This design comes from an exercise in tuning for small area, a short achievable clock period and few clock cycles on the open sky130 flow, not from production work.
The RTL was checked by simulation tests, not by an equivalence proof against the original design.
Power is estimated from default activity; no workload was simulated.

Setup of north:
// wacc8
module wacc8 (
    input  wire         clk,
    input  wire         rst,           
    input  wire         in_valid,
    output wire         in_ready,
    input  wire         in_first,      
    input  wire         in_last,       
    input  wire [2:0]   in_fmt_a,      
    input  wire [2:0]   in_fmt_b,
    input  wire [63:0]  in_a,          
    input  wire [63:0]  in_b,
    input  wire [7:0]   in_scale_a,    
    input  wire [7:0]   in_scale_b,
    input  wire [9:0]   in_anchor,     
    input  wire [127:0] in_init,       
    output wire         out_valid,
    output wire [127:0] out_word,
    output wire         out_ovf,       
    output wire         out_span       
);
For scale: roughly 6,200 cells after synthesis, roughly 650 flip-flops, about 430 I/O pins, ~53,000 um2 of cells after synthesis.
export LEC_CHECK = 0
export ABC_AREA = 1
export CAP_MARGIN = 20
export CORE_MARGIN = 2
export CORE_UTILIZATION = 55
export CTS_CLUSTER_DIAMETER = 150
export CTS_CLUSTER_SIZE = 20
export SLEW_MARGIN = 20
create_clock -name core_clock -period 36.0 [get_ports {clk}]
standard.sh (not shown) runs the stock make flow with config.mk's settings and CLKGATE_MAP_FILE= SYNTH_SCRIPT=/design/flow/synth_recipe.tcl, a recipe that flattens the netlist after the stock synthesis.
==> flow/flow/run.sh <==
#!/bin/bash
set -euo pipefail
work=$(pwd)
synth="$work/synth_recipe.tcl"
if grep -q 'yosys synth -nofsm -noshare ' "$work/synth_recipe.tcl"; then
    sed 's/yosys synth -nofsm -noshare /yosys synth -nofsm -noshare -noabc /' \
        "$work/synth_recipe.tcl" > "$work/flow_synth.tcl"
    synth="$work/flow_synth.tcl"
fi
export BUFFER_PORTS_ARGS="-buffer_cell sky130_fd_sc_hd__buf_2"
bash standard.sh SYNTH_SCRIPT="$synth" REMOVE_ABC_BUFFERS=1 finish > standard.log 2>&1
Testbench counts of north, summed over its fixed seeds: cycles 19,324.
diff inputs: north => south
# north
export LEC_CHECK = 0
export ABC_AREA = 1
export CAP_MARGIN = 20
export CORE_MARGIN = 2
export CORE_UTILIZATION = 55
export CTS_CLUSTER_DIAMETER = 150
export CTS_CLUSTER_SIZE = 20
export SLEW_MARGIN = 20
create_clock -name core_clock -period 36.0 [get_ports {clk}]
# south
export LEC_CHECK = 0
export ABC_AREA = 1
export CAP_MARGIN = 20
export CORE_MARGIN = 2
export CORE_UTILIZATION = 40
export SLEW_MARGIN = 20
create_clock -name core_clock -period 36.0 [get_ports {clk}]
--- a/flow/flow/run.sh
+++ b/flow/flow/run.sh
@@ -9,3 +9,3 @@
 fi
 export BUFFER_PORTS_ARGS="-buffer_cell sky130_fd_sc_hd__buf_2"
-bash standard.sh SYNTH_SCRIPT="$synth" REMOVE_ABC_BUFFERS=1 finish > standard.log 2>&1
+bash standard.sh SYNTH_SCRIPT="$synth" finish > standard.log 2>&1
### Flow results
- south: PASS, flow complete, no timing, DRC or antenna violations
- Re cell area: south and north aren't equal, and the lower value belongs to north.
- north and south ended up with roughly the same via count.
- Diff north -> south: layout overhead on the synthesized area climbed 3.8 points, count of non-filler cells in the finished layout climbed 564, static leakage climbed about 2.4%, final total power climbed 6.9%, insertion delay to the later sink of the worst-skew pair climbed 0.10 ns.
> inputs changed (south -> east)
# south
export LEC_CHECK = 0
export ABC_AREA = 1
export CAP_MARGIN = 20
export CORE_MARGIN = 2
export CORE_UTILIZATION = 40
export SLEW_MARGIN = 20
create_clock -name core_clock -period 36.0 [get_ports {clk}]
# east
export LEC_CHECK = 0
export ABC_AREA = 1
export CAP_MARGIN = 20
export CORE_MARGIN = 2
export CORE_UTILIZATION = 40
export CTS_CLUSTER_DIAMETER = 150
export CTS_CLUSTER_SIZE = 20
export SLEW_MARGIN = 20
create_clock -name core_clock -period 36.0 [get_ports {clk}]
--- a/flow/flow/run.sh
+++ b/flow/flow/run.sh
@@ -9,3 +9,3 @@
 fi
 export BUFFER_PORTS_ARGS="-buffer_cell sky130_fd_sc_hd__buf_2"
-bash standard.sh SYNTH_SCRIPT="$synth" finish > standard.log 2>&1
+bash standard.sh SYNTH_SCRIPT="$synth" REMOVE_ABC_BUFFERS=1 finish > standard.log 2>&1
[summary]
east: PASS, flow complete, no timing, DRC or antenna violations
Final clock period utilization by the worst path delta (south -> east): insignificant
On final wirelength: east sits below south.
Going from south to east, the weighted congestion reported at the end of routability-driven placement was found to have gone up by 3.5%.
[compare] base=south new=east: minimum setup slack after placement grew by 0.039 ns, fmax grew by about 0.6%, setup slack grew by 0.050 ns.
Taking south as 1.0, east lands at 0.943 on first-pass GRT wire length.
Fraction of final layout cells sized beyond drive strength 1: south and east compared, lower one is east
Compared with south, in east worst hold slack now sits higher, final area now sits lower.
--- input diff east..west ---
# east
export LEC_CHECK = 0
export ABC_AREA = 1
export CAP_MARGIN = 20
export CORE_MARGIN = 2
export CORE_UTILIZATION = 40
export CTS_CLUSTER_DIAMETER = 150
export CTS_CLUSTER_SIZE = 20
export SLEW_MARGIN = 20
create_clock -name core_clock -period 36.0 [get_ports {clk}]
# west
export LEC_CHECK = 0
export ABC_AREA = 1
export CAP_MARGIN = 20
export CORE_MARGIN = 2
export CORE_UTILIZATION = 55
export CTS_CLUSTER_DIAMETER = 150
export CTS_CLUSTER_SIZE = 20
export SLEW_MARGIN = 20
create_clock -name core_clock -period 36.0 [get_ports {clk}]
--- a/flow/flow/run.sh
+++ b/flow/flow/run.sh
@@ -8,4 +8,6 @@
     synth="$work/flow_synth.tcl"
 fi
-export BUFFER_PORTS_ARGS="-buffer_cell sky130_fd_sc_hd__buf_2"
+export DONT_BUFFER_PORTS=1
+export PRE_GLOBAL_PLACE_TCL="$work/flow/ports_pre.tcl"
+export POST_GLOBAL_PLACE_TCL="$work/flow/ports_post.tcl"
 bash standard.sh SYNTH_SCRIPT="$synth" REMOVE_ABC_BUFFERS=1 finish > standard.log 2>&1
==> flow/flow/ports_post.tcl (new file) <==
# Runs after global placement (POST_GLOBAL_PLACE_TCL): the port buffers may be
# resized again from here on.
unset_dont_touch $::my_port_buffers
==> flow/flow/ports_pre.tcl (new file) <==
# Runs before global placement (PRE_GLOBAL_PLACE_TCL). Every I/O port gets its
# own buffer, as in the standard flow: buf_1 cells on the inputs (each drives
# one register nearby) and buf_2 cells on the outputs (they drive the output
# load). They are marked dont_touch until global placement ends, so that the
# remove_buffers call of timing-driven placement keeps them.
set ::my_cells_before [get_cells *]
buffer_ports -inputs -buffer_cell sky130_fd_sc_hd__buf_1
buffer_ports -outputs -buffer_cell sky130_fd_sc_hd__buf_2
set ::my_port_buffers [get_cells {input* output*}]
puts "port buffers: [llength $::my_port_buffers] (cells [llength $::my_cells_before] -> [llength [get_cells *]])"
set_dont_touch $::my_port_buffers
Findings:
- Per the final summary, west finished and its layout is clean on timing, DRC and antenna.
- Compared with east, west shows a lower placed cell count.
- Across both runs, number of buffers other than clock buffers in the final layout was lower for west than for east.
- | internal power component | west vs east | 2.2% lower |
- west reports a lower final instance count without filler cells than east does.
- Diff east -> west: fraction of the cycle the final worst path needs saw a decrease; cell area after layout shrank by 2.1%; total number of tap cells down 27%; setup slack of the critical path after layout climbed 0.059 ns.
[inputs] middle vs west
# west
export LEC_CHECK = 0
export ABC_AREA = 1
export CAP_MARGIN = 20
export CORE_MARGIN = 2
export CORE_UTILIZATION = 55
export CTS_CLUSTER_DIAMETER = 150
export CTS_CLUSTER_SIZE = 20
export SLEW_MARGIN = 20
create_clock -name core_clock -period 36.0 [get_ports {clk}]
# middle
export LEC_CHECK = 0
export ABC_AREA = 1
export CAP_MARGIN = 20
export CORE_MARGIN = 2
export CORE_UTILIZATION = 40
export SLEW_MARGIN = 20
create_clock -name core_clock -period 36.0 [get_ports {clk}]
--- a/flow/flow/run.sh
+++ b/flow/flow/run.sh
@@ -8,6 +8,5 @@
     synth="$work/flow_synth.tcl"
 fi
-export DONT_BUFFER_PORTS=1
-export PRE_GLOBAL_PLACE_TCL="$work/flow/ports_pre.tcl"
-export POST_GLOBAL_PLACE_TCL="$work/flow/ports_post.tcl"
-bash standard.sh SYNTH_SCRIPT="$synth" REMOVE_ABC_BUFFERS=1 finish > standard.log 2>&1
+export BUFFER_PORTS_ARGS="-buffer_cell sky130_fd_sc_hd__buf_2"
+bash standard.sh SYNTH_SCRIPT="$synth" REMOVE_ABC_BUFFERS=1 SETUP_SLACK_MARGIN=27.8 \
+    finish > standard.log 2>&1
removed: flow/flow/ports_post.tcl
removed: flow/flow/ports_pre.tcl
Results
As of middle, total power had risen by more than 10% compared to west. west has lower non-clock buffer area fraction after layout than middle. middle — clock share of power 4.4 points higher, west as reference. Proportion of power drawn by flip-flops and latches (lower): middle. Between middle and west, the overall die area is higher for middle. Register clock-pin slew on the reported worst setup and hold paths ended up 0.03 ns lower on middle than on west. Across both runs, clock latency at the later pin of the worst-skew pair was higher for middle than for west. middle: no failed stages, no open violations at the end. STATUS worst setup slack: middle loses against west. Between middle and west, final cell area excluding filler cells is lower for west, middle comes in above that.

==> afterwards: timing with drivers on the ports <==
The results above use ideal ports. As a check the final layouts listed here were re-extracted and re-timed, cells and wires unchanged.
Step 1 assumes that a clkbuf_16 drives the clock port and a buf_2 every other input.
Step 2 times the ports against the registers' clock, not the clock port: input delays grow and output delays shrink by t, the midpoint of the rising clock arrivals with the driver on.
a / b / c = ideal ports / drivers / drivers and shift; a / b = the first two.
run | t, ns | setup WS [ns] | worst hold slack (ns) | clock arrival spread, ns | cell pins on the clock port's net
north | 0.686 | 27.648 / 27.574 / 28.102 | 0.314 / 0.314 / 0.314 | 0.039 / 0.039 | 1
south | 0.772 | 27.544 / 27.472 / 28.107 | 0.316 / 0.316 / 0.316 | 0.053 / 0.053 | 1
east | 0.704 | 27.594 / 27.519 / 28.085 | 0.326 / 0.326 / 0.326 | 0.041 / 0.041 | 1
west | 0.688 | 27.653 / 27.581 / 28.049 | 0.323 / 0.323 / 0.323 | 0.029 / 0.028 | 1
middle | 0.752 | 27.634 / 27.559 / 28.081 | 0.315 / 0.315 / 0.315 | 0.046 / 0.047 | 1
After both steps setup and hold are still met in every run listed.
